This is an optimization exercise on Yosys and OpenROAD, whose aim is small area, a short achievable clock period and few clock cycles per item, not a production implementation. In this exercise RTL edits were held to simulation tests only and were not proved equivalent to the original.

==> flow/design.v (outline; a module is shown in full before it is edited, if it fits) <==
// module pu24_alu: 3707 lines
module pu24_alu (
    input  wire        clk,
    input  wire        rst,
    input  wire        in_valid,
    output wire        in_ready,
    input  wire [1:0]  in_op,
    input  wire [31:0] in_a,
    input  wire [31:0] in_b,
    output reg         out_valid,
    output wire [31:0] out_word,
    output wire [3:0]  out_res,
    output reg         out_div0
);
  // ...
==> flow/flow/run.sh <==
#!/bin/bash
# Layout: the standard flow (standard.sh: standard synthesis, floorplan,
# placement, CTS, routing, finish) unchanged, except that the resizer's
# repair_timing is asked for a larger setup margin, so that it keeps sizing
# and buffering the critical paths well below the clock period. The SDC and
# every other setting are the standard flow's. make's output goes to flow_make.log here;
# ORFS keeps each step's log under orfs/logs/.
set -euo pipefail
MARGIN=$(cat flow/margin.txt)
bash standard.sh SETUP_SLACK_MARGIN="$MARGIN" finish > flow_make.log 2>&1
==> flow/flow/margin.txt <==
9.5
==> flow/standard.sh <==
#!/bin/bash
# synth_recipe.tcl (not shown) runs the flow's synth.tcl, then flattens the netlist and writes it again
# the make line also repeats each setting of config.mk as NAME=value (left out here)
make -C /OpenROAD-flow-scripts/flow DESIGN_CONFIG=/design/flow/config.mk WORK_HOME=/design/flow/orfs CLKGATE_MAP_FILE= SYNTH_SCRIPT=/design/flow/synth_recipe.tcl "${@:-finish}"
==> flow/config.mk <==
export PLATFORM = sky130hd
export DESIGN_NAME = pu24_alu
export DESIGN_NICKNAME = pu24_alu
export VERILOG_FILES = /design/flow/design.v
export SDC_FILE = /design/flow/constraint.sdc
export NUM_CORES = 4
export LEC_CHECK = 0
export ABC_AREA = 1
export CAP_MARGIN = 20
export CORE_MARGIN = 2
export CORE_UTILIZATION = 40
export SLEW_MARGIN = 20
==> flow/constraint.sdc <==
create_clock -name core_clock -period 20.0 [get_ports {clk}]
set_input_delay 4.0000 -clock core_clock [delete_from_list [all_inputs] [get_ports {clk}]]
set_output_delay 4.0000 -clock core_clock [all_outputs]
set_load 0.01 [all_outputs]
==> flow_metrics.tcl, run 1 <==
set metrics [dict create \
    synth_area_per_cell_um2 7.69 \
    synth_compound_area_share_pct 15.4 \
    status "no timing/DRC/antenna violations" \
    hold_violations 0 \
    crit-reg2reg-capture "u_q[14]" \
    pre_cts_ws_ps 9080 \
    muxShareOfSynthArea_pct 0.0427 \
    crit_family "adder cells" \
    die-width_um 346 \
    multiInputGateArea_um2 36700 \
    cp_num_buf_inv 3 \
    max_slew_margin_pct 17.8 \
    drive_gt1_share_pct 6.50 \
    design.seq.count 229 \
    largest_cell_class "multi-input combinational cells" \
    path_common_cell "fa_1" \
    setup_violations 0 \
    min_path_type "flip-flop to flip-flop" \
    vias 44500 \
    hpwl_mm 145 \
    syn_inst 6103 \
    syn_nets 7030 \
    drcViolationCount 0 \
    crit_path_cell_trace "fa_1 -> fa_1 -> fa_2 -> fa_1 -> fa_1 -> fa_1 -> ha_1 -> a21oi_1 -> o21ba_2 -> or2_2 -> nand2_4 -> nor2_4 -> inv_2 -> nand2_2 -> inv_1 -> a21oi_1 -> nand2_1 -> o21ai_0 -> nand2_1 -> o21ai_0 -> a21oi_1 -> nand3_1 -> buf_2" \
    buffers 230 \
    synth_top_area_share_pct 24.1 \
    timing.hold.ws_ps 472 \
    startpoint "v_q[35]" \
    synth_top_family_by_area "adder cells" \
    highest_layer "met5" \
    yosys_most_used_dff "dfxtp_1" \
]
Testbench counts, summed over its fixed seeds: cycles 13,074, items 4,800.
==> inputs of run 2 (changes only) <==
--- a/flow/design.v
+++ b/flow/design.v
@@ -10,18 +10,18 @@
     output wire [31:0] out_word,
     output wire [3:0]  out_res,
     output reg         out_div0
 );
     localparam OP_MUL  = 2'd0;
     localparam OP_MACS = 2'd1;
     localparam OP_MACA = 2'd2;
     localparam OP_DIV  = 2'd3;
-    localparam NC = 11;           
-    localparam S  = 33;           
+    localparam NC = 8;           
+    localparam S  = 32;           
     localparam SH = S - 25;
     localparam [31:0] MAXW = 32'h7FFF_FFFF;
     localparam [31:0] MINW = 32'h8000_0001;
     localparam [71:0] KB   = 72'h7F_FFFF;
     reg [71:0] acc;        
     reg [71:0] u_q;
     reg [71:0] v_q;
     reg        wr_acc;     
@@ -36,17 +36,17 @@
     reg        d_div0;
     assign in_ready = ~div_busy & ~out_valid;
     wire accept   = in_valid & in_ready;
     wire div_last = div_busy & (dcnt == 5'd0);
     wire is_maca_in = (in_op == OP_MACA);
     wire [31:0] a_mag = in_a[31] ? (~in_a + 32'd1) : in_a;
     wire [31:0] b_mag = in_b[31] ? (~in_b + 32'd1) : in_b;
     wire        ovf_in = ((a_mag >> SH) >= b_mag);
-    localparam MS = 3;           
+    localparam MS = 2;           
     wire [31:0] a_inv = in_a ^ {32{in_a[31]}};
     wire [31:0] b_inv = in_b ^ {32{in_b[31]}};
     reg  signed [6:0] ma, mb;
     integer k;
     always @* begin
         ma = -7'sd1;
         mb = 7'sd0;
         for (k = 0; k < 32; k = k + 1) begin
@@ -60,20 +60,20 @@
     reg  [30:0]  rem_in;
     reg  [S-1:0] dq_in;
     integer m;
     always @* begin
         skip   = 5'd0;
         rem_in = xw >> S;
         dq_in  = xw[S-1:0];
         for (m = 1; m <= MS; m = m + 1)
-            if (mdiff > 26 - S + m * 3) begin
+            if (mdiff > 26 - S + m * 4) begin
                 skip   = m;
-                rem_in = xw >> (S - m * 3);
-                dq_in  = xw << (m * 3);
+                rem_in = xw >> (S - m * 4);
+                dq_in  = xw << (m * 4);
             end
     end
     wire        d_early = ovf_in | (in_a == 32'd0);
     wire bo0 = in_b[0] ^ 1'b0;
     wire bt0 = (in_b[1] ^ in_b[0]) & ~(in_b[0] ^ 1'b0);
     wire bn0 = in_b[1];
     wire pp0_0 = (bo0 & in_a[0]) ^ bn0;
     wire pp0_1 = ((bo0 & in_a[1]) | (bt0 & in_a[0])) ^ bn0;
@@ -2651,17 +2651,17 @@
     wire rA0 = rs1633;
     wire rB0 = rc1640;
     wire rA1 = rc1634;
     wire rB1 = rs1635;
     wire rA2 = rc1636;
     wire rB2 = rs1637;
     wire rA3 = rc1638;
     wire rB3 = rs1639;
-    wire dg1641 = dq_q[32] & dvn_q[0];
+    wire dg1641 = dq_q[31] & dvn_q[0];
     wire dg1642 = rem_q[0] & dvn_q[1];
     wire dg1643 = rem_q[1] & dvn_q[2];
     wire dg1644 = rem_q[2] & dvn_q[3];
     wire dg1645 = rem_q[3] & dvn_q[4];
     wire dg1646 = rem_q[4] & dvn_q[5];
     wire dg1647 = rem_q[5] & dvn_q[6];
     wire dg1648 = rem_q[6] & dvn_q[7];
     wire dg1649 = rem_q[7] & dvn_q[8];
@@ -2683,17 +2683,17 @@
     wire dg1665 = rem_q[23] & dvn_q[24];
     wire dg1666 = rem_q[24] & dvn_q[25];
     wire dg1667 = rem_q[25] & dvn_q[26];
     wire dg1668 = rem_q[26] & dvn_q[27];
     wire dg1669 = rem_q[27] & dvn_q[28];
     wire dg1670 = rem_q[28] & dvn_q[29];
     wire dg1671 = rem_q[29] & dvn_q[30];
     wire dg1672 = rem_q[30] & dvn_q[31];
-    wire dp1673 = dq_q[32] ^ dvn_q[0];
+    wire dp1673 = dq_q[31] ^ dvn_q[0];
     wire dp1674 = rem_q[0] ^ dvn_q[1];
     wire dp1675 = rem_q[1] ^ dvn_q[2];
     wire dp1676 = rem_q[2] ^ dvn_q[3];
     wire dp1677 = rem_q[3] ^ dvn_q[4];
     wire dp1678 = rem_q[4] ^ dvn_q[5];
     wire dp1679 = rem_q[5] ^ dvn_q[6];
     wire dp1680 = rem_q[6] ^ dvn_q[7];
     wire dp1681 = rem_q[7] ^ dvn_q[8];
@@ -2715,17 +2715,17 @@
     wire dp1697 = rem_q[23] ^ dvn_q[24];
     wire dp1698 = rem_q[24] ^ dvn_q[25];
     wire dp1699 = rem_q[25] ^ dvn_q[26];
     wire dp1700 = rem_q[26] ^ dvn_q[27];
     wire dp1701 = rem_q[27] ^ dvn_q[28];
     wire dp1702 = rem_q[28] ^ dvn_q[29];
     wire dp1703 = rem_q[29] ^ dvn_q[30];
     wire dp1704 = rem_q[30] ^ dvn_q[31];
-    wire dg1705 = dq_q[32] | dvn_q[0];
+    wire dg1705 = dq_q[31] | dvn_q[0];
     wire g1706 = dg1642 | (dp1674 & dg1705);
     wire p1707 = dp1674 & dp1673;
     wire g1708 = dg1644 | (dp1676 & dg1643);
     wire p1709 = dp1676 & dp1675;
     wire g1710 = dg1646 | (dp1678 & dg1645);
     wire p1711 = dp1678 & dp1677;
     wire g1712 = dg1648 | (dp1680 & dg1647);
     wire p1713 = dp1680 & dp1679;
@@ -2878,17 +2878,17 @@
     wire g1860 = g1828 | (p1829 & g1816);
     wire p1861 = p1829 & p1817;
     wire g1862 = g1830 | (p1831 & g1816);
     wire p1863 = p1831 & p1817;
     wire g1864 = g1832 | (p1833 & g1816);
     wire p1865 = p1833 & p1817;
     wire ge0 = g1864;
     wire dd1866 = ~dp1673;
-    wire dr1867 = ge0 ? dd1866 : dq_q[32];
+    wire dr1867 = ge0 ? dd1866 : dq_q[31];
     wire dd1868 = dp1674 ^ dg1705;
     wire dr1869 = ge0 ? dd1868 : rem_q[0];
     wire dd1870 = dp1675 ^ g1706;
     wire dr1871 = ge0 ? dd1870 : rem_q[1];
     wire dd1872 = dp1676 ^ g1738;
     wire dr1873 = ge0 ? dd1872 : rem_q[2];
     wire dd1874 = dp1677 ^ g1740;
     wire dr1875 = ge0 ? dd1874 : rem_q[3];
@@ -2939,17 +2939,17 @@
     wire dd1920 = dp1700 ^ g1854;
     wire dr1921 = ge0 ? dd1920 : rem_q[26];
     wire dd1922 = dp1701 ^ g1856;
     wire dr1923 = ge0 ? dd1922 : rem_q[27];
     wire dd1924 = dp1702 ^ g1858;
     wire dr1925 = ge0 ? dd1924 : rem_q[28];
     wire dd1926 = dp1703 ^ g1860;
     wire dr1927 = ge0 ? dd1926 : rem_q[29];
-    wire dg1928 = dq_q[31] & dvn_q[0];
+    wire dg1928 = dq_q[30] & dvn_q[0];
     wire dg1929 = dr1867 & dvn_q[1];
     wire dg1930 = dr1869 & dvn_q[2];
     wire dg1931 = dr1871 & dvn_q[3];
     wire dg1932 = dr1873 & dvn_q[4];
     wire dg1933 = dr1875 & dvn_q[5];
     wire dg1934 = dr1877 & dvn_q[6];
     wire dg1935 = dr1879 & dvn_q[7];
     wire dg1936 = dr1881 & dvn_q[8];
@@ -2971,17 +2971,17 @@
     wire dg1952 = dr1913 & dvn_q[24];
     wire dg1953 = dr1915 & dvn_q[25];
     wire dg1954 = dr1917 & dvn_q[26];
     wire dg1955 = dr1919 & dvn_q[27];
     wire dg1956 = dr1921 & dvn_q[28];
     wire dg1957 = dr1923 & dvn_q[29];
     wire dg1958 = dr1925 & dvn_q[30];
     wire dg1959 = dr1927 & dvn_q[31];
-    wire dp1960 = dq_q[31] ^ dvn_q[0];
+    wire dp1960 = dq_q[30] ^ dvn_q[0];
     wire dp1961 = dr1867 ^ dvn_q[1];
     wire dp1962 = dr1869 ^ dvn_q[2];
     wire dp1963 = dr1871 ^ dvn_q[3];
     wire dp1964 = dr1873 ^ dvn_q[4];
     wire dp1965 = dr1875 ^ dvn_q[5];
     wire dp1966 = dr1877 ^ dvn_q[6];
     wire dp1967 = dr1879 ^ dvn_q[7];
     wire dp1968 = dr1881 ^ dvn_q[8];
@@ -3003,17 +3003,17 @@
     wire dp1984 = dr1913 ^ dvn_q[24];
     wire dp1985 = dr1915 ^ dvn_q[25];
     wire dp1986 = dr1917 ^ dvn_q[26];
     wire dp1987 = dr1919 ^ dvn_q[27];
     wire dp1988 = dr1921 ^ dvn_q[28];
     wire dp1989 = dr1923 ^ dvn_q[29];
     wire dp1990 = dr1925 ^ dvn_q[30];
     wire dp1991 = dr1927 ^ dvn_q[31];
-    wire dg1992 = dq_q[31] | dvn_q[0];
+    wire dg1992 = dq_q[30] | dvn_q[0];
     wire g1993 = dg1929 | (dp1961 & dg1992);
     wire p1994 = dp1961 & dp1960;
     wire g1995 = dg1931 | (dp1963 & dg1930);
     wire p1996 = dp1963 & dp1962;
     wire g1997 = dg1933 | (dp1965 & dg1932);
     wire p1998 = dp1965 & dp1964;
     wire g1999 = dg1935 | (dp1967 & dg1934);
     wire p2000 = dp1967 & dp1966;
@@ -3166,17 +3166,17 @@
     wire g2147 = g2115 | (p2116 & g2103);
     wire p2148 = p2116 & p2104;
     wire g2149 = g2117 | (p2118 & g2103);
     wire p2150 = p2118 & p2104;
     wire g2151 = g2119 | (p2120 & g2103);
     wire p2152 = p2120 & p2104;
     wire ge1 = g2151;
     wire dd2153 = ~dp1960;
-    wire dr2154 = ge1 ? dd2153 : dq_q[31];
+    wire dr2154 = ge1 ? dd2153 : dq_q[30];
     wire dd2155 = dp1961 ^ dg1992;
     wire dr2156 = ge1 ? dd2155 : dr1867;
     wire dd2157 = dp1962 ^ g1993;
     wire dr2158 = ge1 ? dd2157 : dr1869;
     wire dd2159 = dp1963 ^ g2025;
     wire dr2160 = ge1 ? dd2159 : dr1871;
     wire dd2161 = dp1964 ^ g2027;
     wire dr2162 = ge1 ? dd2161 : dr1873;
@@ -3227,17 +3227,17 @@
     wire dd2207 = dp1987 ^ g2141;
     wire dr2208 = ge1 ? dd2207 : dr1919;
     wire dd2209 = dp1988 ^ g2143;
     wire dr2210 = ge1 ? dd2209 : dr1921;
     wire dd2211 = dp1989 ^ g2145;
     wire dr2212 = ge1 ? dd2211 : dr1923;
     wire dd2213 = dp1990 ^ g2147;
     wire dr2214 = ge1 ? dd2213 : dr1925;
-    wire dg2215 = dq_q[30] & dvn_q[0];
+    wire dg2215 = dq_q[29] & dvn_q[0];
     wire dg2216 = dr2154 & dvn_q[1];
     wire dg2217 = dr2156 & dvn_q[2];
     wire dg2218 = dr2158 & dvn_q[3];
     wire dg2219 = dr2160 & dvn_q[4];
     wire dg2220 = dr2162 & dvn_q[5];
     wire dg2221 = dr2164 & dvn_q[6];
     wire dg2222 = dr2166 & dvn_q[7];
     wire dg2223 = dr2168 & dvn_q[8];
@@ -3259,17 +3259,17 @@
     wire dg2239 = dr2200 & dvn_q[24];
     wire dg2240 = dr2202 & dvn_q[25];
     wire dg2241 = dr2204 & dvn_q[26];
     wire dg2242 = dr2206 & dvn_q[27];
     wire dg2243 = dr2208 & dvn_q[28];
     wire dg2244 = dr2210 & dvn_q[29];
     wire dg2245 = dr2212 & dvn_q[30];
     wire dg2246 = dr2214 & dvn_q[31];
-    wire dp2247 = dq_q[30] ^ dvn_q[0];
+    wire dp2247 = dq_q[29] ^ dvn_q[0];
     wire dp2248 = dr2154 ^ dvn_q[1];
     wire dp2249 = dr2156 ^ dvn_q[2];
     wire dp2250 = dr2158 ^ dvn_q[3];
     wire dp2251 = dr2160 ^ dvn_q[4];
     wire dp2252 = dr2162 ^ dvn_q[5];
     wire dp2253 = dr2164 ^ dvn_q[6];
     wire dp2254 = dr2166 ^ dvn_q[7];
     wire dp2255 = dr2168 ^ dvn_q[8];
@@ -3291,17 +3291,17 @@
     wire dp2271 = dr2200 ^ dvn_q[24];
     wire dp2272 = dr2202 ^ dvn_q[25];
     wire dp2273 = dr2204 ^ dvn_q[26];
     wire dp2274 = dr2206 ^ dvn_q[27];
     wire dp2275 = dr2208 ^ dvn_q[28];
     wire dp2276 = dr2210 ^ dvn_q[29];
     wire dp2277 = dr2212 ^ dvn_q[30];
     wire dp2278 = dr2214 ^ dvn_q[31];
-    wire dg2279 = dq_q[30] | dvn_q[0];
+    wire dg2279 = dq_q[29] | dvn_q[0];
     wire g2280 = dg2216 | (dp2248 & dg2279);
     wire p2281 = dp2248 & dp2247;
     wire g2282 = dg2218 | (dp2250 & dg2217);
     wire p2283 = dp2250 & dp2249;
     wire g2284 = dg2220 | (dp2252 & dg2219);
     wire p2285 = dp2252 & dp2251;
     wire g2286 = dg2222 | (dp2254 & dg2221);
     wire p2287 = dp2254 & dp2253;
@@ -3454,17 +3454,17 @@
     wire g2434 = g2402 | (p2403 & g2390);
     wire p2435 = p2403 & p2391;
     wire g2436 = g2404 | (p2405 & g2390);
     wire p2437 = p2405 & p2391;
     wire g2438 = g2406 | (p2407 & g2390);
     wire p2439 = p2407 & p2391;
     wire ge2 = g2438;
     wire dd2440 = ~dp2247;
-    wire dr2441 = ge2 ? dd2440 : dq_q[30];
+    wire dr2441 = ge2 ? dd2440 : dq_q[29];
     wire dd2442 = dp2248 ^ dg2279;
     wire dr2443 = ge2 ? dd2442 : dr2154;
     wire dd2444 = dp2249 ^ g2280;
     wire dr2445 = ge2 ? dd2444 : dr2156;
     wire dd2446 = dp2250 ^ g2312;
     wire dr2447 = ge2 ? dd2446 : dr2158;
     wire dd2448 = dp2251 ^ g2314;
     wire dr2449 = ge2 ? dd2448 : dr2160;
@@ -3515,90 +3515,377 @@
     wire dd2494 = dp2274 ^ g2428;
     wire dr2495 = ge2 ? dd2494 : dr2206;
     wire dd2496 = dp2275 ^ g2430;
     wire dr2497 = ge2 ? dd2496 : dr2208;
     wire dd2498 = dp2276 ^ g2432;
     wire dr2499 = ge2 ? dd2498 : dr2210;
     wire dd2500 = dp2277 ^ g2434;
     wire dr2501 = ge2 ? dd2500 : dr2212;
-    wire remn0 = dr2441;
-    wire remn1 = dr2443;
-    wire remn2 = dr2445;
-    wire remn3 = dr2447;
-    wire remn4 = dr2449;
-    wire remn5 = dr2451;
-    wire remn6 = dr2453;
-    wire remn7 = dr2455;
-    wire remn8 = dr2457;
-    wire remn9 = dr2459;
-    wire remn10 = dr2461;
-    wire remn11 = dr2463;
-    wire remn12 = dr2465;
-    wire remn13 = dr2467;
-    wire remn14 = dr2469;
-    wire remn15 = dr2471;
-    wire remn16 = dr2473;
-    wire remn17 = dr2475;
-    wire remn18 = dr2477;
-    wire remn19 = dr2479;
-    wire remn20 = dr2481;
-    wire remn21 = dr2483;
-    wire remn22 = dr2485;
-    wire remn23 = dr2487;
-    wire remn24 = dr2489;
-    wire remn25 = dr2491;
-    wire remn26 = dr2493;
-    wire remn27 = dr2495;
-    wire remn28 = dr2497;
-    wire remn29 = dr2499;
-    wire remn30 = dr2501;
-    wire dqn0 = ge2;
-    wire dqn1 = ge1;
-    wire dqn2 = ge0;
-    wire dqn3 = dq_q[0];
-    wire dqn4 = dq_q[1];
-    wire dqn5 = dq_q[2];
-    wire dqn6 = dq_q[3];
-    wire dqn7 = dq_q[4];
-    wire dqn8 = dq_q[5];
-    wire dqn9 = dq_q[6];
-    wire dqn10 = dq_q[7];
-    wire dqn11 = dq_q[8];
-    wire dqn12 = dq_q[9];
-    wire dqn13 = dq_q[10];
-    wire dqn14 = dq_q[11];
-    wire dqn15 = dq_q[12];
-    wire dqn16 = dq_q[13];
-    wire dqn17 = dq_q[14];
-    wire dqn18 = dq_q[15];
-    wire dqn19 = dq_q[16];
-    wire dqn20 = dq_q[17];
-    wire dqn21 = dq_q[18];
-    wire dqn22 = dq_q[19];
-    wire dqn23 = dq_q[20];
-    wire dqn24 = dq_q[21];
-    wire dqn25 = dq_q[22];
-    wire dqn26 = dq_q[23];
-    wire dqn27 = dq_q[24];
-    wire dqn28 = dq_q[25];
-    wire dqn29 = dq_q[26];
-    wire dqn30 = dq_q[27];
-    wire dqn31 = dq_q[28];
-    wire dqn32 = dq_q[29];
+    wire dg2502 = dq_q[28] & dvn_q[0];
+    wire dg2503 = dr2441 & dvn_q[1];
+    wire dg2504 = dr2443 & dvn_q[2];
+    wire dg2505 = dr2445 & dvn_q[3];
+    wire dg2506 = dr2447 & dvn_q[4];
+    wire dg2507 = dr2449 & dvn_q[5];
+    wire dg2508 = dr2451 & dvn_q[6];
+    wire dg2509 = dr2453 & dvn_q[7];
+    wire dg2510 = dr2455 & dvn_q[8];
+    wire dg2511 = dr2457 & dvn_q[9];
+    wire dg2512 = dr2459 & dvn_q[10];
+    wire dg2513 = dr2461 & dvn_q[11];
+    wire dg2514 = dr2463 & dvn_q[12];
+    wire dg2515 = dr2465 & dvn_q[13];
+    wire dg2516 = dr2467 & dvn_q[14];
+    wire dg2517 = dr2469 & dvn_q[15];
+    wire dg2518 = dr2471 & dvn_q[16];
+    wire dg2519 = dr2473 & dvn_q[17];
+    wire dg2520 = dr2475 & dvn_q[18];
+    wire dg2521 = dr2477 & dvn_q[19];
+    wire dg2522 = dr2479 & dvn_q[20];
+    wire dg2523 = dr2481 & dvn_q[21];
+    wire dg2524 = dr2483 & dvn_q[22];
+    wire dg2525 = dr2485 & dvn_q[23];
+    wire dg2526 = dr2487 & dvn_q[24];
+    wire dg2527 = dr2489 & dvn_q[25];
+    wire dg2528 = dr2491 & dvn_q[26];
+    wire dg2529 = dr2493 & dvn_q[27];
+    wire dg2530 = dr2495 & dvn_q[28];
+    wire dg2531 = dr2497 & dvn_q[29];
+    wire dg2532 = dr2499 & dvn_q[30];
+    wire dg2533 = dr2501 & dvn_q[31];
+    wire dp2534 = dq_q[28] ^ dvn_q[0];
+    wire dp2535 = dr2441 ^ dvn_q[1];
+    wire dp2536 = dr2443 ^ dvn_q[2];
+    wire dp2537 = dr2445 ^ dvn_q[3];
+    wire dp2538 = dr2447 ^ dvn_q[4];
+    wire dp2539 = dr2449 ^ dvn_q[5];
+    wire dp2540 = dr2451 ^ dvn_q[6];
+    wire dp2541 = dr2453 ^ dvn_q[7];
+    wire dp2542 = dr2455 ^ dvn_q[8];
+    wire dp2543 = dr2457 ^ dvn_q[9];
+    wire dp2544 = dr2459 ^ dvn_q[10];
+    wire dp2545 = dr2461 ^ dvn_q[11];
+    wire dp2546 = dr2463 ^ dvn_q[12];
+    wire dp2547 = dr2465 ^ dvn_q[13];
+    wire dp2548 = dr2467 ^ dvn_q[14];
+    wire dp2549 = dr2469 ^ dvn_q[15];
+    wire dp2550 = dr2471 ^ dvn_q[16];
+    wire dp2551 = dr2473 ^ dvn_q[17];
+    wire dp2552 = dr2475 ^ dvn_q[18];
+    wire dp2553 = dr2477 ^ dvn_q[19];
+    wire dp2554 = dr2479 ^ dvn_q[20];
+    wire dp2555 = dr2481 ^ dvn_q[21];
+    wire dp2556 = dr2483 ^ dvn_q[22];
+    wire dp2557 = dr2485 ^ dvn_q[23];
+    wire dp2558 = dr2487 ^ dvn_q[24];
+    wire dp2559 = dr2489 ^ dvn_q[25];
+    wire dp2560 = dr2491 ^ dvn_q[26];
+    wire dp2561 = dr2493 ^ dvn_q[27];
+    wire dp2562 = dr2495 ^ dvn_q[28];
+    wire dp2563 = dr2497 ^ dvn_q[29];
+    wire dp2564 = dr2499 ^ dvn_q[30];
+    wire dp2565 = dr2501 ^ dvn_q[31];
+    wire dg2566 = dq_q[28] | dvn_q[0];
+    wire g2567 = dg2503 | (dp2535 & dg2566);
+    wire p2568 = dp2535 & dp2534;
+    wire g2569 = dg2505 | (dp2537 & dg2504);
+    wire p2570 = dp2537 & dp2536;
+    wire g2571 = dg2507 | (dp2539 & dg2506);
+    wire p2572 = dp2539 & dp2538;
+    wire g2573 = dg2509 | (dp2541 & dg2508);
+    wire p2574 = dp2541 & dp2540;
+    wire g2575 = dg2511 | (dp2543 & dg2510);
+    wire p2576 = dp2543 & dp2542;
+    wire g2577 = dg2513 | (dp2545 & dg2512);
+    wire p2578 = dp2545 & dp2544;
+    wire g2579 = dg2515 | (dp2547 & dg2514);
+    wire p2580 = dp2547 & dp2546;
+    wire g2581 = dg2517 | (dp2549 & dg2516);
+    wire p2582 = dp2549 & dp2548;
+    wire g2583 = dg2519 | (dp2551 & dg2518);
+    wire p2584 = dp2551 & dp2550;
+    wire g2585 = dg2521 | (dp2553 & dg2520);
+    wire p2586 = dp2553 & dp2552;
+    wire g2587 = dg2523 | (dp2555 & dg2522);
+    wire p2588 = dp2555 & dp2554;
+    wire g2589 = dg2525 | (dp2557 & dg2524);
+    wire p2590 = dp2557 & dp2556;
+    wire g2591 = dg2527 | (dp2559 & dg2526);
+    wire p2592 = dp2559 & dp2558;
+    wire g2593 = dg2529 | (dp2561 & dg2528);
+    wire p2594 = dp2561 & dp2560;
+    wire g2595 = dg2531 | (dp2563 & dg2530);
+    wire p2596 = dp2563 & dp2562;
+    wire g2597 = dg2533 | (dp2565 & dg2532);
+    wire p2598 = dp2565 & dp2564;
+    wire g2599 = dg2504 | (dp2536 & g2567);
+    wire p2600 = dp2536 & p2568;
+    wire g2601 = g2569 | (p2570 & g2567);
+    wire p2602 = p2570 & p2568;
+    wire g2603 = dg2508 | (dp2540 & g2571);
+    wire p2604 = dp2540 & p2572;
+    wire g2605 = g2573 | (p2574 & g2571);
+    wire p2606 = p2574 & p2572;
+    wire g2607 = dg2512 | (dp2544 & g2575);
+    wire p2608 = dp2544 & p2576;
+    wire g2609 = g2577 | (p2578 & g2575);
+    wire p2610 = p2578 & p2576;
+    wire g2611 = dg2516 | (dp2548 & g2579);
+    wire p2612 = dp2548 & p2580;
+    wire g2613 = g2581 | (p2582 & g2579);
+    wire p2614 = p2582 & p2580;
+    wire g2615 = dg2520 | (dp2552 & g2583);
+    wire p2616 = dp2552 & p2584;
+    wire g2617 = g2585 | (p2586 & g2583);
+    wire p2618 = p2586 & p2584;
+    wire g2619 = dg2524 | (dp2556 & g2587);
+    wire p2620 = dp2556 & p2588;
+    wire g2621 = g2589 | (p2590 & g2587);
+    wire p2622 = p2590 & p2588;
+    wire g2623 = dg2528 | (dp2560 & g2591);
+    wire p2624 = dp2560 & p2592;
+    wire g2625 = g2593 | (p2594 & g2591);
+    wire p2626 = p2594 & p2592;
+    wire g2627 = dg2532 | (dp2564 & g2595);
+    wire p2628 = dp2564 & p2596;
+    wire g2629 = g2597 | (p2598 & g2595);
+    wire p2630 = p2598 & p2596;
+    wire g2631 = dg2506 | (dp2538 & g2601);
+    wire p2632 = dp2538 & p2602;
+    wire g2633 = g2571 | (p2572 & g2601);
+    wire p2634 = p2572 & p2602;
+    wire g2635 = g2603 | (p2604 & g2601);
+    wire p2636 = p2604 & p2602;
+    wire g2637 = g2605 | (p2606 & g2601);
+    wire p2638 = p2606 & p2602;
+    wire g2639 = dg2514 | (dp2546 & g2609);
+    wire p2640 = dp2546 & p2610;
+    wire g2641 = g2579 | (p2580 & g2609);
+    wire p2642 = p2580 & p2610;
+    wire g2643 = g2611 | (p2612 & g2609);
+    wire p2644 = p2612 & p2610;
+    wire g2645 = g2613 | (p2614 & g2609);
+    wire p2646 = p2614 & p2610;
+    wire g2647 = dg2522 | (dp2554 & g2617);
+    wire p2648 = dp2554 & p2618;
+    wire g2649 = g2587 | (p2588 & g2617);
+    wire p2650 = p2588 & p2618;
+    wire g2651 = g2619 | (p2620 & g2617);
+    wire p2652 = p2620 & p2618;
+    wire g2653 = g2621 | (p2622 & g2617);
+    wire p2654 = p2622 & p2618;
+    wire g2655 = dg2530 | (dp2562 & g2625);
+    wire p2656 = dp2562 & p2626;
+    wire g2657 = g2595 | (p2596 & g2625);
+    wire p2658 = p2596 & p2626;
+    wire g2659 = g2627 | (p2628 & g2625);
+    wire p2660 = p2628 & p2626;
+    wire g2661 = g2629 | (p2630 & g2625);
+    wire p2662 = p2630 & p2626;
+    wire g2663 = dg2510 | (dp2542 & g2637);
+    wire p2664 = dp2542 & p2638;
+    wire g2665 = g2575 | (p2576 & g2637);
+    wire p2666 = p2576 & p2638;
+    wire g2667 = g2607 | (p2608 & g2637);
+    wire p2668 = p2608 & p2638;
+    wire g2669 = g2609 | (p2610 & g2637);
+    wire p2670 = p2610 & p2638;
+    wire g2671 = g2639 | (p2640 & g2637);
+    wire p2672 = p2640 & p2638;
+    wire g2673 = g2641 | (p2642 & g2637);
+    wire p2674 = p2642 & p2638;
+    wire g2675 = g2643 | (p2644 & g2637);
+    wire p2676 = p2644 & p2638;
+    wire g2677 = g2645 | (p2646 & g2637);
+    wire p2678 = p2646 & p2638;
+    wire g2679 = dg2526 | (dp2558 & g2653);
+    wire p2680 = dp2558 & p2654;
+    wire g2681 = g2591 | (p2592 & g2653);
+    wire p2682 = p2592 & p2654;
+    wire g2683 = g2623 | (p2624 & g2653);
+    wire p2684 = p2624 & p2654;
+    wire g2685 = g2625 | (p2626 & g2653);
+    wire p2686 = p2626 & p2654;
+    wire g2687 = g2655 | (p2656 & g2653);
+    wire p2688 = p2656 & p2654;
+    wire g2689 = g2657 | (p2658 & g2653);
+    wire p2690 = p2658 & p2654;
+    wire g2691 = g2659 | (p2660 & g2653);
+    wire p2692 = p2660 & p2654;
+    wire g2693 = g2661 | (p2662 & g2653);
+    wire p2694 = p2662 & p2654;
+    wire g2695 = dg2518 | (dp2550 & g2677);
+    wire p2696 = dp2550 & p2678;
+    wire g2697 = g2583 | (p2584 & g2677);
+    wire p2698 = p2584 & p2678;
+    wire g2699 = g2615 | (p2616 & g2677);
+    wire p2700 = p2616 & p2678;
+    wire g2701 = g2617 | (p2618 & g2677);
+    wire p2702 = p2618 & p2678;
+    wire g2703 = g2647 | (p2648 & g2677);
+    wire p2704 = p2648 & p2678;
+    wire g2705 = g2649 | (p2650 & g2677);
+    wire p2706 = p2650 & p2678;
+    wire g2707 = g2651 | (p2652 & g2677);
+    wire p2708 = p2652 & p2678;
+    wire g2709 = g2653 | (p2654 & g2677);
+    wire p2710 = p2654 & p2678;
+    wire g2711 = g2679 | (p2680 & g2677);
+    wire p2712 = p2680 & p2678;
+    wire g2713 = g2681 | (p2682 & g2677);
+    wire p2714 = p2682 & p2678;
+    wire g2715 = g2683 | (p2684 & g2677);
+    wire p2716 = p2684 & p2678;
+    wire g2717 = g2685 | (p2686 & g2677);
+    wire p2718 = p2686 & p2678;
+    wire g2719 = g2687 | (p2688 & g2677);
+    wire p2720 = p2688 & p2678;
+    wire g2721 = g2689 | (p2690 & g2677);
+    wire p2722 = p2690 & p2678;
+    wire g2723 = g2691 | (p2692 & g2677);
+    wire p2724 = p2692 & p2678;
+    wire g2725 = g2693 | (p2694 & g2677);
+    wire p2726 = p2694 & p2678;
+    wire ge3 = g2725;
+    wire dd2727 = ~dp2534;
+    wire dr2728 = ge3 ? dd2727 : dq_q[28];
+    wire dd2729 = dp2535 ^ dg2566;
+    wire dr2730 = ge3 ? dd2729 : dr2441;
+    wire dd2731 = dp2536 ^ g2567;
+    wire dr2732 = ge3 ? dd2731 : dr2443;
+    wire dd2733 = dp2537 ^ g2599;
+    wire dr2734 = ge3 ? dd2733 : dr2445;
+    wire dd2735 = dp2538 ^ g2601;
+    wire dr2736 = ge3 ? dd2735 : dr2447;
+    wire dd2737 = dp2539 ^ g2631;
+    wire dr2738 = ge3 ? dd2737 : dr2449;
+    wire dd2739 = dp2540 ^ g2633;
+    wire dr2740 = ge3 ? dd2739 : dr2451;
+    wire dd2741 = dp2541 ^ g2635;
+    wire dr2742 = ge3 ? dd2741 : dr2453;
+    wire dd2743 = dp2542 ^ g2637;
+    wire dr2744 = ge3 ? dd2743 : dr2455;
+    wire dd2745 = dp2543 ^ g2663;
+    wire dr2746 = ge3 ? dd2745 : dr2457;
+    wire dd2747 = dp2544 ^ g2665;
+    wire dr2748 = ge3 ? dd2747 : dr2459;
+    wire dd2749 = dp2545 ^ g2667;
+    wire dr2750 = ge3 ? dd2749 : dr2461;
+    wire dd2751 = dp2546 ^ g2669;
+    wire dr2752 = ge3 ? dd2751 : dr2463;
+    wire dd2753 = dp2547 ^ g2671;
+    wire dr2754 = ge3 ? dd2753 : dr2465;
+    wire dd2755 = dp2548 ^ g2673;
+    wire dr2756 = ge3 ? dd2755 : dr2467;
+    wire dd2757 = dp2549 ^ g2675;
+    wire dr2758 = ge3 ? dd2757 : dr2469;
+    wire dd2759 = dp2550 ^ g2677;
+    wire dr2760 = ge3 ? dd2759 : dr2471;
+    wire dd2761 = dp2551 ^ g2695;
+    wire dr2762 = ge3 ? dd2761 : dr2473;
+    wire dd2763 = dp2552 ^ g2697;
+    wire dr2764 = ge3 ? dd2763 : dr2475;
+    wire dd2765 = dp2553 ^ g2699;
+    wire dr2766 = ge3 ? dd2765 : dr2477;
+    wire dd2767 = dp2554 ^ g2701;
+    wire dr2768 = ge3 ? dd2767 : dr2479;
+    wire dd2769 = dp2555 ^ g2703;
+    wire dr2770 = ge3 ? dd2769 : dr2481;
+    wire dd2771 = dp2556 ^ g2705;
+    wire dr2772 = ge3 ? dd2771 : dr2483;
+    wire dd2773 = dp2557 ^ g2707;
+    wire dr2774 = ge3 ? dd2773 : dr2485;
+    wire dd2775 = dp2558 ^ g2709;
+    wire dr2776 = ge3 ? dd2775 : dr2487;
+    wire dd2777 = dp2559 ^ g2711;
+    wire dr2778 = ge3 ? dd2777 : dr2489;
+    wire dd2779 = dp2560 ^ g2713;
+    wire dr2780 = ge3 ? dd2779 : dr2491;
+    wire dd2781 = dp2561 ^ g2715;
+    wire dr2782 = ge3 ? dd2781 : dr2493;
+    wire dd2783 = dp2562 ^ g2717;
+    wire dr2784 = ge3 ? dd2783 : dr2495;
+    wire dd2785 = dp2563 ^ g2719;
+    wire dr2786 = ge3 ? dd2785 : dr2497;
+    wire dd2787 = dp2564 ^ g2721;
+    wire dr2788 = ge3 ? dd2787 : dr2499;
+    wire remn0 = dr2728;
+    wire remn1 = dr2730;
+    wire remn2 = dr2732;
+    wire remn3 = dr2734;
+    wire remn4 = dr2736;
+    wire remn5 = dr2738;
+    wire remn6 = dr2740;
+    wire remn7 = dr2742;
+    wire remn8 = dr2744;
+    wire remn9 = dr2746;
+    wire remn10 = dr2748;
+    wire remn11 = dr2750;
+    wire remn12 = dr2752;
+    wire remn13 = dr2754;
+    wire remn14 = dr2756;
+    wire remn15 = dr2758;
+    wire remn16 = dr2760;
+    wire remn17 = dr2762;
+    wire remn18 = dr2764;
+    wire remn19 = dr2766;
+    wire remn20 = dr2768;
+    wire remn21 = dr2770;
+    wire remn22 = dr2772;
+    wire remn23 = dr2774;
+    wire remn24 = dr2776;
+    wire remn25 = dr2778;
+    wire remn26 = dr2780;
+    wire remn27 = dr2782;
+    wire remn28 = dr2784;
+    wire remn29 = dr2786;
+    wire remn30 = dr2788;
+    wire dqn0 = ge3;
+    wire dqn1 = ge2;
+    wire dqn2 = ge1;
+    wire dqn3 = ge0;
+    wire dqn4 = dq_q[0];
+    wire dqn5 = dq_q[1];
+    wire dqn6 = dq_q[2];
+    wire dqn7 = dq_q[3];
+    wire dqn8 = dq_q[4];
+    wire dqn9 = dq_q[5];
+    wire dqn10 = dq_q[6];
+    wire dqn11 = dq_q[7];
+    wire dqn12 = dq_q[8];
+    wire dqn13 = dq_q[9];
+    wire dqn14 = dq_q[10];
+    wire dqn15 = dq_q[11];
+    wire dqn16 = dq_q[12];
+    wire dqn17 = dq_q[13];
+    wire dqn18 = dq_q[14];
+    wire dqn19 = dq_q[15];
+    wire dqn20 = dq_q[16];
+    wire dqn21 = dq_q[17];
+    wire dqn22 = dq_q[18];
+    wire dqn23 = dq_q[19];
+    wire dqn24 = dq_q[20];
+    wire dqn25 = dq_q[21];
+    wire dqn26 = dq_q[22];
+    wire dqn27 = dq_q[23];
+    wire dqn28 = dq_q[24];
+    wire dqn29 = dq_q[25];
+    wire dqn30 = dq_q[26];
+    wire dqn31 = dq_q[27];
     wire [71:0] tree_u = {hc1102, hc1100, hc1098, hc1096, hc1094, hc1092, hc1090, hc1088, fc1086, fc1084, fc1082, fc1080, fc1078, fc1076, fc1074, fc1072, fc1070, fc1068, fc1066, fc1064, fc1062, fc1060, fc1058, fc1056, fc1054, fc1052, fc1050, fc1048, fc1046, fc1044, fc1042, fc1040, fc1038, fc1036, fc1034, fc1032, fc1030, fc1028, fc1026, fc1024, fc1022, fc1020, fc1018, fc1016, fc1014, fc1012, fc1010, fc1008, fc1006, fc1004, fc1002, fc1000, fc998, fc996, fc994, fc992, fc990, fc988, fc986, fc984, fc982, fc980, fc978, fc976, fc974, fc972, fc970, fc968, fc966, hc964, hc962, hs961};
     wire [71:0] tree_v = {hs1103, hs1101, hs1099, hs1097, hs1095, hs1093, hs1091, hs1089, hs1087, fs1085, fs1083, fs1081, fs1079, fs1077, fs1075, fs1073, fs1071, fs1069, fs1067, fs1065, fs1063, fs1061, fs1059, fs1057, fs1055, fs1053, fs1051, fs1049, fs1047, fs1045, fs1043, fs1041, fs1039, fs1037, fs1035, fs1033, fs1031, fs1029, fs1027, fs1025, fs1023, fs1021, fs1019, fs1017, fs1015, fs1013, fs1011, fs1009, fs1007, fs1005, fs1003, fs1001, fs999, fs997, fs995, fs993, fs991, fs989, fs987, fs985, fs983, fs981, fs979, fs977, fs975, fs973, fs971, fs969, fs967, fs965, hs963, pp0_0};
     wire [71:0] y0 = {y0_71, y0_70, y0_69, y0_68, y0_67, y0_66, y0_65, y0_64, y0_63, y0_62, y0_61, y0_60, y0_59, y0_58, y0_57, y0_56, y0_55, y0_54, y0_53, y0_52, y0_51, y0_50, y0_49, y0_48, y0_47, y0_46, y0_45, y0_44, y0_43, y0_42, y0_41, y0_40, y0_39, y0_38, y0_37, y0_36, y0_35, y0_34, y0_33, y0_32, y0_31, y0_30, y0_29, y0_28, y0_27, y0_26, y0_25, y0_24, y0_23, y0_22, y0_21, y0_20, y0_19, y0_18, y0_17, y0_16, y0_15, y0_14, y0_13, y0_12, y0_11, y0_10, y0_9, y0_8, y0_7, y0_6, y0_5, y0_4, y0_3, y0_2, y0_1, y0_0};
     wire [71:0] y1 = {y1_71, y1_70, y1_69, y1_68, y1_67, y1_66, y1_65, y1_64, y1_63, y1_62, y1_61, y1_60, y1_59, y1_58, y1_57, y1_56, y1_55, y1_54, y1_53, y1_52, y1_51, y1_50, y1_49, y1_48, y1_47, y1_46, y1_45, y1_44, y1_43, y1_42, y1_41, y1_40, y1_39, y1_38, y1_37, y1_36, y1_35, y1_34, y1_33, y1_32, y1_31, y1_30, y1_29, y1_28, y1_27, y1_26, y1_25, y1_24, y1_23, y1_22, y1_21, y1_20, y1_19, y1_18, y1_17, y1_16, y1_15, y1_14, y1_13, y1_12, y1_11, y1_10, y1_9, y1_8, y1_7, y1_6, y1_5, y1_4, y1_3, y1_2, y1_1, y1_0};
     wire [3:0] res_a = {rA3, rA2, rA1, rA0};
     wire [3:0] res_b = {rB3, rB2, rB1, rB0};
     wire c24_0 = g1399, c24_1 = g1399 | p1400;
     wire c56_0 = g1495, c56_1 = g1495 | p1496;
     wire [30:0] rem_n = {remn30, remn29, remn28, remn27, remn26, remn25, remn24, remn23, remn22, remn21, remn20, remn19, remn18, remn17, remn16, remn15, remn14, remn13, remn12, remn11, remn10, remn9, remn8, remn7, remn6, remn5, remn4, remn3, remn2, remn1, remn0};
-    wire [32:0] dq_n = {dqn32, dqn31, dqn30, dqn29, dqn28, dqn27, dqn26, dqn25, dqn24, dqn23, dqn22, dqn21, dqn20, dqn19, dqn18, dqn17, dqn16, dqn15, dqn14, dqn13, dqn12, dqn11, dqn10, dqn9, dqn8, dqn7, dqn6, dqn5, dqn4, dqn3, dqn2, dqn1, dqn0};
+    wire [31:0] dq_n = {dqn31, dqn30, dqn29, dqn28, dqn27, dqn26, dqn25, dqn24, dqn23, dqn22, dqn21, dqn20, dqn19, dqn18, dqn17, dqn16, dqn15, dqn14, dqn13, dqn12, dqn11, dqn10, dqn9, dqn8, dqn7, dqn6, dqn5, dqn4, dqn3, dqn2, dqn1, dqn0};
     wire        q_ovf = d_ovf | (|(dq_n >> 32));
     wire [31:0] q2 = d_zero ? 32'd0 : (q_ovf ? 32'hFFFF_FFFF : dq_n[31:0]);
     wire [71:0] div_u = {{17{d_neg}}, q2 ^ {32{d_neg}}, 23'h7F_FFFF};
     wire [71:0] div_v = {48'd0, d_neg, 23'd0};
     wire        neg   = y0[71];
     wire [47:0] r0    = y0[71:24];
     wire [47:0] r1    = y1[71:24];
     wire        wrap  = y0[71] & ~(|y0[70:23]) & ~(&y0[22:0]);
==> flow_metrics.tcl, run 2 <==
set metrics [dict create \
    crit_arrival_ps 6250 \
    crit_family "simple AND/OR/NAND/NOR gates" \
    area_growth_pct 9.25 \
    reg_top3 "acc x72, u_q x72, v_q x72" \
    path_clk_slew_ps 60 \
    crit_required_ps 16000 \
    multiInputGateArea_um2 38300 \
    ioPinCount 108 \
    rrSetupSlack_ps 10040 \
    final_nets 7171 \
    crit-reg2reg-capture "u_q[0]" \
    synth_area_per_cell_um2 7.71 \
    drtAntennaViolNets 0 \
    async_flop_share_pct 0 \
    fillers 12200 \
    io_buffer_count 107 \
    setup_violations 0 \
    die_h_um 351 \
    min_path_type "flip-flop to flip-flop" \
    core_area_um2 120000 \
    yosysUniqueCellTypes 67 \
    crit_type "flip-flop to output port" \
    maxSlewViolCount 0 \
    synth_edf_count 92 \
    route.met2.wl_mm 83.9 \
    die_area_um2 123000 \
    cp_slowest_stage_delay_ps 700 \
    rsz0062_at_grt "yes" \
    cp_max_fo 35 \
    drcViolationCount 0 \
    vias 46300 \
    initial_core_util_pct 40.3 \
    grt_max_degree 75 \
    rr_worst_depth 73 \
    grt_antenna_before_repair 4 \
    status "no timing/DRC/antenna violations" \
    wl_met1_mm 85.6 \
    worst_slew_pin_slew_ps 1160 \
    cts_sinks 229 \
    drt_pre_antenna_iters 6 \
    via_per_inst 5.90 \
    design_area_um2 52700 \
    syn_nets 7220 \
    ys_ff_latch 229 \
    cts_tree "done" \
    clockBufferDepth 3 \
    place_area_um2 50700 \
    fin_crit_sh_pct 51.2 \
    cp-start-kind "flip-flop" \
    drive_gt1_share_pct 8.54 \
    routed_wl_mm 205 \
    fin_skew_ps 24.5 \
    regArea_um2 5530 \
    yosys.cell_count.top_type "nand2_1" \
    whs_path_depth 2 \
    end_kind "output port" \
    grtUsageTotal_pct 32.6 \
    wl_per_cell_um 26.2 \
    worstReg2RegStart "v_q[0]" \
    yosys_most_used_dff "dfxtp_1" \
    first_global_vias 44100 \
    timing.hold.ws_ps 475 \
    tns_ps 0 \
    synth_seq_area_share_pct 11.4 \
    cp_slowest_cell "fa_1" \
    ys_warn_count 1 \
    gp_congestion 0.993 \
    die-width_um 351 \
    synth_top_area_share_pct 23.7 \
    hold_buffers 0 \
    cts_buffers 25 \
    layout_common_cells "nand2_1, inv_1, xor2_1" \
    netlist_area_um2 48200 \
    final_common_cell "nand2_1" \
    n_antenna_cell 0 \
    synth.area.top_cells "fa_1, xor2_1, ha_1" \
    hold_violations 0 \
    hold_path_startpoint "acc[2]" \
    fmax_mhz 97.6 \
    maxCapViolCount 0 \
    period_needed_ps 10250 \
    htree_levels 1 \
    synth_top_cells_by_count "nand2_1, inv_1, xor2_1" \
    syn_inst 6257 \
    fp-row-count 127 \
    hpwl_mm 150 \
    first_iter_violations 5909 \
    max_slew_margin_pct 22.2 \
    met3WireLength_mm 25.1 \
    synth_top_cell_by_area "fa_1" \
    grt_pass1_wl_mm 298 \
    highest_layer "met5" \
    root_buffer "clkbuf_16" \
    insertion_delay_ps 560 \
    cp_num_buf_inv 2 \
    overflow 0 \
    hold_end "acc[2]" \
]
-- run 2: changes by cell type after synthesis, moves of 17 or more --
cell,previous run,this run
o21ai_1,9,26
xnor2_1,66,86
o22ai_1,523,506
ha_1,293,324
clkbuf_1,295,269
nand2_1,992,1027
o211ai_1,52,72
-- run 2: repair_timing --
item	4_1_cts	5_1_grt
cloned	3	4
endpoints found under the setup margin	36	61
buffers inserted	29	40
pin swaps	11	35
resized for setup	66	114
-- run 2: kinds of logic after synthesis --
group                      after synthesis  share of synthesized area (%)
and+or+nand+nor                       1817                           16.1
buffers and inverters                 1273                           10.2
AOI/OAI and AO/OA                     1255                           15.8
adders and majority gates              894                           32.1
xor gates and xnor gates               789                           14.5
DFF                                    229                           11.4
-- run 2: worst max-delay path by stage --
stage / startpoint / to / slack, ps / cells past startpoint
2_1_floorplan: v_q[1] / u_q[13] / 10540 / 77
3_3_place_gp: v_q[2] / u_q[15] / 6950 / 75
3_5_place_dp: v_q[2] / u_q[15] / 6860 / 75
4_1_cts: u_q[25] / out_res[3] / 9430 / 25
5_1_grt: v_q[0] / u_q[15] / 9420 / 75
6_report: v_q[0] / out_word[8] / 9750 / 27
-- run 2: cell type report --
cell class                      instances  area share, %
Timing Repair Buffer                  296           5.03
Multi-Input combinational cell       4756           72.6
Clock inverter                          7         0.0902
Sequential cell                       229           10.5
Tap cell                             1612           3.83
Clock buffer                           39           1.42
Timing Repair inverter                  3         0.0498
Inverter                              897           6.48
-- run 2: per-stage QoR --
step,utilization (%),setup slack [ps],instances
final,44.0,9750,7839
after global routing,44.0,9420,7839
after global placement,42.3,6950,7717
after detailed placement,42.3,6860,7717
after CTS,43.4,9430,7795
after floorplan,-,10540,6257
-- run 2: layer usage --
| metal | track usage [%] | up-vias |
|---|---|---|
| met1 | 45.6 | 22400 |
| met5 | 0 | - |
| met2 | 46.9 | 2932 |
| met3 | 8.70 | 578 |
| li1 | - | 20300 |
| met4 | 13.8 | 4 |
-- run 2: worst reg2reg max path, delay by kind of cell, from the launching register on --
family	cells	cell delay (ps)
simple gates	37	3720
fa+ha+maj	5	1550
flops	1	360
buf+inv	12	1540
compound gates	19	2690
Testbench counts of run 2, summed over its fixed seeds: cycles 12,156, items 4,800.
==> inputs of run 3 (changes only) <==
==> flow/flow/margin.txt (replaced) <==
10
==> flow_metrics.tcl, run 3 <==
set metrics [dict create \
    clockBufferDepth 3 \
    final_common_cell "nand2_1" \
    tns_ps 0 \
    place_area_um2 50700 \
    die_h_um 351 \
    multiInputGateArea_um2 39100 \
    synth_area_per_cell_um2 7.71 \
    ys_warn_count 1 \
    synth_edf_count 92 \
    end_kind "output port" \
    cp_slowest_cell "fa_2" \
    fillers 12100 \
    fin_crit_sh_pct 49.6 \
    fin_skew_ps 28.2 \
    synth_top_family_by_area "adder cells" \
    vias 46700 \
    cp-start-kind "flip-flop" \
    cp_slowest_stage_delay_ps 590 \
    max_slew_margin_pct 24.8 \
    synth_xor_area_share_pct 14.5 \
    gp_congestion 0.993 \
    die_area_um2 123000 \
    maxSlewViolCount 0 \
    synth_top_area_share_pct 23.7 \
    hpwl_mm 150 \
    drcViolationCount 0 \
    synth.area.top_cells "fa_1, xor2_1, ha_1" \
    hold_violations 0 \
    layout_common_cells "nand2_1, inv_1, xor2_1" \
    io_buffer_count 107 \
    status "no timing/DRC/antenna violations" \
    routed_wl_mm 209 \
    ys_ff_latch 229 \
    synth_compound_area_share_pct 15.8 \
    cts_tree "done" \
    synth-simple-area-share_pct 16.1 \
    grt_antenna_before_repair 4 \
    drive_gt1_share_pct 12.0 \
    design_area_um2 54300 \
    setup_violations 0 \
    period_needed_ps 9910 \
    initial_core_util_pct 40.3 \
    insertion_delay_ps 560 \
    drtAntennaViolNets 0 \
    cts_sinks 229 \
    synth_top_cells_by_count "nand2_1, inv_1, xor2_1" \
    rsz0062_at_grt "yes" \
    muxShareOfSynthArea_pct 0 \
    synth_seq_area_share_pct 11.4 \
    yosysUniqueCellTypes 67 \
    fmax_mhz 101 \
    synth-adder-area-share_pct 32.1 \
    netlist_area_um2 48200 \
    grt_pass1_wl_mm 300 \
    cp_max_fo 3 \
    crit_type "flip-flop to output port" \
    rrSetupSlack_ps 10270 \
    yosys_most_used_dff "dfxtp_1" \
    final_nets 7251 \
    core_area_um2 120000 \
    first_iter_violations 5858 \
    htree_levels 1 \
    crit_arrival_ps 5910 \
    worst_slew_pin_slew_ps 1120 \
    wl_per_cell_um 26.3 \
    path_clk_slew_ps 70 \
    cts_buffers 25 \
    syn_nets 7220 \
    syn_inst 6257 \
    drt_pre_antenna_iters 6 \
    crit_required_ps 16000 \
    yosys.cell_count.top_type "nand2_1" \
    synth_top_cell_by_area "fa_1" \
    die-width_um 351 \
    via_per_inst 5.90 \
    maxCapViolCount 0 \
    overflow 0 \
    area_growth_pct 12.6 \
    reg_top3 "acc x72, u_q x72, v_q x72" \
    min_path_type "flip-flop to flip-flop" \
    regArea_um2 5570 \
    fp-row-count 127 \
    grt_max_degree 75 \
    first_global_vias 44300 \
    root_buffer "clkbuf_16" \
    async_flop_share_pct 0 \
    grtUsageTotal_pct 32.8 \
    ioPinCount 108 \
]
[run 3: cell counts after synthesis]
No cell type changed its count.
[run 3: cell type report]
type | count | area share [%]
Timing Repair Buffer | 370 | 6.26
Clock buffer | 39 | 1.38
Multi-Input combinational cell | 4760 | 71.9
Inverter | 897 | 6.31
Timing Repair inverter | 5 | 0.0944
Clock inverter | 7 | 0.0875
Tap cell | 1612 | 3.71
Antenna cell | 2 | 0.00921
Sequential cell | 229 | 10.3
[run 3: critical path, delay by kind of cell, from the launching register on]
family / cells / cell delay (ps)
and+or+nand+nor: 3 / 220
adders and majority gates: 9 / 3470
AOI/OAI and AO/OA: 3 / 350
DFF: 1 / 440
buffers and inverters: 11 / 880
[run 3: worst paths after layout]
path / startpoint / end / cells after the start
hold reg to reg: acc[6] / acc[6] / 2
setup / recovery: v_q[25] / out_res[0] / 26
hold / removal: acc[6] / acc[6] / 2
setup reg to reg: v_q[0] / u_q[15] / 75
[run 3: what timing repair did]
item / in CTS / in global routing
endpoints found under the setup margin: 72 / 84
hold buffers: 0 / 0
cloned: 7 / 9
buffers inserted: 61 / 79
gates resized for setup: 167 / 279
pin swaps: 27 / 126
[run 3: cells by family (layout without fill, tap and decap cells)]
logic type / after synthesis / after routing
XOR/XNOR: 789 / 789
other: 0 / 2
AND/OR/NAND/NOR: 1817 / 1822
buffers and inverters: 1273 / 1318
adder cells (fa/ha/maj): 894 / 894
AO/OA/AOI/OAI: 1255 / 1255
flip-flops: 229 / 229
[run 3: per-stage QoR]
step | cells | utilization (%) | setup WS (ps) | hold slack [ps]
2_1_floorplan | 6257 | - | 10540 | 433
3_3_place_gp | 7717 | 42.3 | 6950 | 446
3_5_place_dp | 7717 | 42.3 | 6860 | 457
4_1_cts | 7831 | 43.9 | 9970 | 476
5_1_grt | 7919 | 45.3 | 9760 | 496
6_report | 7921 | 45.4 | 10090 | 473
[run 3: per-layer routing]
layer,track usage [%],part of all wire [%]
met1,45.8,41
met2,47.5,41
met3,8.77,12
met4,13.7,5.2
met5,0,0.0091
==> inputs of run 4 (changes only) <==
==> flow/run.sh (new file) <==
#!/bin/bash
# synth_recipe.tcl (not shown) runs the flow's synth.tcl, then flattens the netlist and writes it again
# the make line also repeats each setting of config.mk as NAME=value (left out here)
make -C /OpenROAD-flow-scripts/flow DESIGN_CONFIG=/design/flow/config.mk WORK_HOME=/design/flow/orfs CLKGATE_MAP_FILE= SYNTH_SCRIPT=/design/flow/synth_recipe.tcl finish
removed: flow/flow/run.sh
removed: flow/flow/margin.txt
removed: flow/standard.sh
==> flow_metrics.tcl, run 4 <==
set metrics [dict create \
    end_kind "flip-flop" \
    layout_common_cells "nand2_1, inv_1, xor2_1" \
    cp_slowest_cell "inv_1" \
    timing.hold.ws_ps 475 \
    ys_warn_count 1 \
    cts_tree "done" \
    fin_cells 7764 \
    yosys.cell_count.top_type "nand2_1" \
    cp_max_fo 32 \
    yosys_most_used_dff "dfxtp_1" \
    die_area_um2 123000 \
    io_buffer_count 107 \
    yosysUniqueCellTypes 67 \
    cts_buffers 25 \
    first_global_vias 43900 \
    crit_type "flip-flop to flip-flop" \
    gp_congestion 0.993 \
    path_clk_slew_ps 70 \
    drtAntennaViolNets 0 \
    syn_inst 6257 \
    synth_top_family_by_area "adder cells" \
    htree_levels 1 \
    drt_pre_antenna_iters 7 \
    synth-adder-area-share_pct 32.1 \
    overflow 0 \
    cp_num_buf_inv 8 \
    die_h_um 351 \
    synth_area_per_cell_um2 7.71 \
    routed_wl_mm 202 \
    final_nets 7095 \
    synth_top_cells_by_count "nand2_1, inv_1, xor2_1" \
    crit_arrival_ps 13640 \
    synth.area.top_cells "fa_1, xor2_1, ha_1" \
    min_path_type "flip-flop to flip-flop" \
    crit_required_ps 20410 \
    synth_compound_area_share_pct 15.8 \
    grt_max_degree 75 \
    synth_xor_area_share_pct 14.5 \
    via_per_inst 5.89 \
    synth_top_area_share_pct 23.7 \
    post_cts_resized 0 \
    cp-start-kind "flip-flop" \
    syn_nets 7220 \
    hold_end "acc[6]" \
    async_flop_share_pct 0 \
    grtUsageTotal_pct 32.3 \
    muxShareOfSynthArea_pct 0 \
    max_slew_margin_pct 23.3 \
    cts_setup_buffers 0 \
    netlist_area_um2 48200 \
    cts_sinks 229 \
    crit_family "simple AND/OR/NAND/NOR gates" \
    clockBufferDepth 3 \
    core_area_um2 120000 \
    die-width_um 351 \
    worst_slew_pin_slew_ps 1150 \
    drcViolationCount 0 \
    setup_ws_ps 6780 \
    synth_top_cell_by_area "fa_1" \
    vias 45700 \
    synth_edf_count 92 \
    ys_ff_latch 229 \
    final_common_cell "nand2_1" \
    worstReg2RegStart "v_q[2]" \
    first_iter_violations 5753 \
    fin_skew_ps 21.3 \
    fin_crit_sh_pct 66.1 \
    drive_gt1_share_pct 5.63 \
    ioPinCount 108 \
    hold_path_startpoint "acc[6]" \
    crit-reg2reg-capture "u_q[15]" \
    tns_ps 0 \
    insertion_delay_ps 560 \
    rsz0062_at_grt "no" \
    rrSetupSlack_ps 6780 \
    cp_slowest_stage_delay_ps 880 \
    dp_cells 7717 \
    wl_per_cell_um 26.1 \
    maxSlewViolCount 0 \
    hold_violations 0 \
    grt_pass1_wl_mm 296 \
    initial_core_util_pct 40.3 \
    hpwl_mm 150 \
    hold_buffers 0 \
    synth-simple-area-share_pct 16.1 \
    reg_top3 "acc x72, u_q x72, v_q x72" \
    period_needed_ps 13220 \
    setup_violations 0 \
    area_growth_pct 6.75 \
    fp-row-count 127 \
    grt_antenna_before_repair 4 \
    path_common_cell "nand2_1" \
    fmax_mhz 75.6 \
    status "no timing/DRC/antenna violations" \
    whs_path_depth 2 \
    root_buffer "clkbuf_16" \
    synth_seq_area_share_pct 11.4 \
    maxCapViolCount 0 \
    pre_cts_ws_ps 6860 \
    rr_worst_depth 75 \
]
run 4: cell count changes in the layout (fill, tap and decap cells not counted), sizes merged:
cell           previous run  this run
clkinvlp                  6         1
inv                     871       874
clkdlybuf4s50           101       105
buf                     261       119
clkbuf                   46        39
diode                     2         1
nor2                    373       372
clkinv                   32        29
nand3                   210       206
bufbuf                    1         0
run 4: logic make-up (layout without fill, tap and decap cells):
logic type      Yosys count  in the layout
compound gates         1255           1255
xor+xnor                789            789
fa+ha+maj               894            894
buf+inv                1273           1167
flops                   229            229
other cells               0              1
simple gates           1817           1817
run 4: stage by stage:
stage	util [%]	instance area (µm²)
2_1_floorplan	-	48200
3_3_place_gp	42.3	50700
3_5_place_dp	42.3	50700
4_1_cts	43.0	51500
5_1_grt	43.0	51500
6_report	43.0	51500
run 4: per-layer routing:
layer  GRT usage [%]  vias to the layer above  wire length (µm)  share of wire (%)
li1                -                    20200                 -                  -
met1            45.5                    22100             85100                 42
met2            46.5                     2891             82200                 41
met3            8.60                      563             24800                 12
met4            13.4                        4             10300                5.1
met5               0                        -                23              0.011
run 4: cell type report:
cell class,instances,area [µm²]
Fill cell,12300,68300
Inverter,897,3370
Clock inverter,7,47.5
Timing Repair Buffer,224,1940
Antenna cell,1,2.50
Sequential cell,229,5510
Clock buffer,39,749
Tap cell,1612,2020
Multi-Input combinational cell,4755,37900
run 4: worst register-to-register path, delay by kind of cell (launching register included):
family	cells	cell delay, ps
buf+inv	8	2790
simple gates	45	4670
fa+ha+maj	4	1310
flops	1	570
compound gates	18	3800
run 4: worst max-delay path by stage:
stage	end	cells past startpoint	slack, ps	start
4_1_cts	u_q[15]	75	6770	v_q[2]
3_5_place_dp	u_q[15]	75	6860	v_q[2]
3_3_place_gp	u_q[15]	75	6950	v_q[2]
2_1_floorplan	u_q[13]	77	10540	v_q[1]
6_report	u_q[15]	75	6780	v_q[2]
5_1_grt	u_q[15]	75	5580	v_q[2]

==> afterwards: timing with drivers on the ports <==
No port has a modelled driver above. Below, the same layouts with a new extraction and two added sets of constraints. Step 1, drivers: a clkbuf_16 drives clk and a buf_2 each remaining input, both assumed. Step 2, shift: input delay + t, output delay - t, t = (earliest + latest rising clock arrival at the registers) / 2. This alone moves slack from input paths to output paths. Slacks: no drivers / after step 1 / after step 2; pairs: no drivers / after step 1.
| run | t (ns) | setup WS [ns] | cell pins on the clock port's net |
|---|---|---|---|
| run 1 | 0.658 | 9.788 / 9.722 / 9.219 | 1 |
| run 2 | 0.607 | 9.754 / 9.694 / 9.228 | 1 |
| run 3 | 0.608 | 10.086 / 10.025 / 9.519 | 1 |
| run 4 | 0.601 | 6.776 / 6.776 / 6.776 | 1 |
After both steps setup and hold are still met in every run listed. For run 1, which loses most, drivers alone change the setup slack by -0.066 ns; drivers and shift together by -0.569 ns.
